This is an optimization exercise on Yosys and OpenROAD, whose aim is small area and a short achievable clock period, not a production implementation. Only simulation tests tie the RTL to the original design; equivalence was not proved.

==> flow/design.v (excerpt) <==
module tim_domains (
    input  wire        clk,
    input  wire        rst,             
    input  wire        cmd_valid,
    input  wire [2:0]  cmd_op,
    input  wire        cmd_dom,
    input  wire [77:0] cmd_data,
    input  wire        rd_dom,
    output wire [47:0] rd_sec,
    output wire [29:0] rd_ns,
    output wire [31:0] rd_frac,
    output wire [31:0] rd_rate,
    output wire        rd_valid,
    output wire        rd_holdover,
    output wire        rd_slewing,
    output wire [23:0] rd_slew_left,    
    output wire [31:0] rd_steps,
    output wire [31:0] rd_jumps_refused,
    output wire [31:0] rd_hold_refused
);
    localparam [2:0] OP_RATE   = 3'd0;
    localparam [2:0] OP_ADJ    = 3'd1;
    localparam [2:0] OP_SET    = 3'd2;
    localparam [2:0] OP_RESUME = 3'd3;
    localparam [2:0] OP_FORCE  = 3'd4;
    localparam [2:0] OP_THRESH = 3'd5;
    localparam [2:0] OP_SLEW   = 3'd6;
    localparam [31:0] RATE_MIN    = -32'sd8589935;
    localparam [30:0] RATE_MIN_LO = RATE_MIN[30:0];
    wire [47:0] sec   [0:1];
    wire [29:0] ns    [0:1];
    wire [31:0] frac  [0:1];
    wire [24:0] rate  [0:1];
    wire        valid [0:1];
    wire        hold  [0:1];
    wire [61:0] slew  [0:1];
    wire [31:0] steps [0:1];
    wire [31:0] jref  [0:1];
    wire [31:0] href  [0:1];
    wire [26:0] thr   [0:1];
    wire        pset  [0:1];
    wire [77:0] pdata [0:1];
    wire [61:0] slewa [0:1];
    wire        lnz   [0:1];
    wire [1:0]  ae    [0:1];
    wire [31:0] pr    [0:1];
    wire [23:0] sceil [0:1];
    wire        snz   [0:1];
    wire        w_time, w_load, w_pstep, w_slew, w_rate, w_valid, w_hold, w_pend;
    wire        w_thr, w_sstep, w_steps, w_jref, w_href;
    wire [47:0] x_sec;
    wire [29:0] x_ns;
    wire        x_slew_zero;
    wire [29:0] x_slew_hi;
    wire        x_valid;
    wire [24:0] x_rate;
    wire        x_hold;
    wire [26:0] x_thr;
    wire [22:0] x_sstep;
    wire [31:0] x_cnt_a, x_cnt_b;
    genvar d;
    generate
        for (d = 0; d < 2; d = d + 1) begin : dom
            wire hit = cmd_valid && (cmd_dom == d);
            tim_domain u_dom (
                .clk           (clk),
                .rst           (rst),
                .w_time        (rst || (hit && w_time)),
                .x_sec         (x_sec),
                .x_ns          (x_ns),
  ...
Size in the first run: about 7,100 cells after synthesis, ~850 flip-flops, ~350 I/O pins, ~71,000 µm² of cells after synthesis.
export LEC_CHECK = 0
export CAP_MARGIN = 20
export CORE_MARGIN = 2
export CORE_UTILIZATION = 40
export SLEW_MARGIN = 20
create_clock -name core_clock -period 45.0 [get_ports {clk}]
standard.sh (not shown) runs the stock make flow with config.mk's settings and CLKGATE_MAP_FILE= SYNTH_SCRIPT=/design/flow/synth_recipe.tcl, a recipe that flattens the netlist after the stock synthesis.
==> flow/flow/run.sh <==
#!/bin/bash
# The standard layout (standard.sh, all steps, its own synthesis), with
# two changes:
# - the buffer that ORFS puts on every input and output port is a plain
#   sky130_fd_sc_hd__buf_2 rather than the cell buffer_ports picks by itself
#   (a clkdlybuf4s50_1 delay buffer, 0.5 ns on every port);
# - ORFS's timing repair aims for SETUP_SLACK_MARGIN ns of setup slack on
#   the worst path (TNS_END_PERCENT 0: the worst path only), so that it also
#   shortens the paths that set the achieved period.
# The clock, its period and all constraints are the standard flow's, unchanged. make's
# output goes to standard.log, each tool's to orfs/logs/.
set -euo pipefail
bash standard.sh "BUFFER_PORTS_ARGS=-buffer_cell sky130_fd_sc_hd__buf_2" \
    SETUP_SLACK_MARGIN=25.5 TNS_END_PERCENT=0 finish > standard.log 2>&1
Change:
==> flow/flow/run.sh (replaced) <==
#!/bin/bash
# The standard layout (standard.sh, all steps, its own synthesis), with
# one change: the buffer that ORFS puts on every input and output port is a
# plain sky130_fd_sc_hd__buf_2 rather than the cell buffer_ports picks by
# itself (a clkdlybuf4s50_1 delay buffer, 0.5 ns on every port). The clock,
# its period and all constraints are the standard flow's, unchanged. make's output goes
# to standard.log, each tool's to orfs/logs/.
set -euo pipefail
bash standard.sh "BUFFER_PORTS_ARGS=-buffer_cell sky130_fd_sc_hd__buf_2" finish > standard.log 2>&1
--- a/flow/config.mk
+++ b/flow/config.mk
@@ -6,6 +6,6 @@
 export NUM_CORES = 4
 export LEC_CHECK = 0
-export CAP_MARGIN = 20
+export CAP_MARGIN = 70
 export CORE_MARGIN = 2
 export CORE_UTILIZATION = 40
-export SLEW_MARGIN = 20
+export SLEW_MARGIN = 70
Result:
- The new run produced a clean layout
- die area stays the same
- sequential share of layout area came out lower by 0.58 points
- routed wire length barely changes
- worst setup slack gets worse by 0.73 ns
- count of clock-buffer cells in the layout goes down by 10
- cell area rose by 2.2%
- area after synthesis is unchanged
- global-route usage goes up by 0.24 points
- critical path depth came out higher by 85
Change:
==> flow/flow/run.sh (replaced) <==
#!/bin/bash
# The standard layout (standard.sh, all steps, its own synthesis), with
# two changes:
# - the buffer that ORFS puts on every input and output port is a plain
#   sky130_fd_sc_hd__buf_2 rather than the cell buffer_ports picks by itself
#   (a clkdlybuf4s50_1 delay buffer, 0.5 ns on every port);
# - ORFS's timing repair aims for SETUP_SLACK_MARGIN ns of setup slack on
#   the worst path (TNS_END_PERCENT 0: the worst path only), so that it also
#   shortens the paths that set the achieved period.
# The clock, its period and all constraints are the standard flow's, unchanged. make's
# output goes to standard.log, each tool's to orfs/logs/.
set -euo pipefail
bash standard.sh "BUFFER_PORTS_ARGS=-buffer_cell sky130_fd_sc_hd__buf_2" \
    SETUP_SLACK_MARGIN=26 TNS_END_PERCENT=0 finish > standard.log 2>&1
--- a/flow/config.mk
+++ b/flow/config.mk
@@ -6,6 +6,9 @@
 export NUM_CORES = 4
 export LEC_CHECK = 0
-export CAP_MARGIN = 70
+export CAP_MARGIN = 20
 export CORE_MARGIN = 2
 export CORE_UTILIZATION = 40
-export SLEW_MARGIN = 70
+export CTS_CLUSTER_DIAMETER = 60
+export CTS_CLUSTER_SIZE = 30
+export PLACE_DENSITY = 0.75
+export SLEW_MARGIN = 20
After rerunning: The changed run passed the timing, DRC and antenna checks. Clock-buffer cell count fell by 36. Worst hold slack degrades by 0.0060 ns. Die area is unchanged.
Change:
--- a/flow/config.mk
+++ b/flow/config.mk
@@ -6,9 +6,9 @@
 export NUM_CORES = 4
 export LEC_CHECK = 0
+export ABC_AREA = 1
 export CAP_MARGIN = 20
 export CORE_MARGIN = 2
 export CORE_UTILIZATION = 40
-export CTS_CLUSTER_DIAMETER = 60
-export CTS_CLUSTER_SIZE = 30
-export PLACE_DENSITY = 0.75
+export CTS_CLUSTER_DIAMETER = 80
+export CTS_CLUSTER_SIZE = 40
 export SLEW_MARGIN = 20
=> Final cell count went up by roughly a tenth; setup slack loses 0.32 ns; core utilization went up by 0.94 points; clock skew went up by 0.035 ns; fmax went down slightly.

-- afterwards: timing with drivers on the ports --
How much do the figures lean on ideal ports? The routed layouts below were timed once more, with nothing changed but the port constraints.
Step 1 assumes that a clkbuf_16 drives the clock port and a buf_2 every other input.
Step 2 times the ports against the registers' clock, not the clock port: input delays grow and output delays shrink by t, the midpoint of the rising clock arrivals with the driver on.
Slacks: ideal / step 1 / step 2; pairs: ideal / step 1.
run | shift t [ns] | setup slack, ns | latest minus earliest clock arrival (ns) | slew at the worst register clock pin (ns)
the first run | 0.816 | 25.424 / 25.241 / 24.913 | 0.029 / 0.029 | 0.07 / 0.07
the second run | 0.818 | 24.698 / 24.681 / 24.418 | 0.033 / 0.033 | 0.07 / 0.07
the third run | 0.792 | 25.908 / 25.627 / 25.472 | 0.041 / 0.041 | 0.09 / 0.09
the fourth run | 0.786 | 25.590 / 25.503 / 24.793 | 0.076 / 0.076 | 0.12 / 0.12
After both steps every run listed still meets setup and hold. For the fourth run, which loses most, drivers alone change the setup slack by -0.087 ns; drivers and shift together by -0.797 ns.
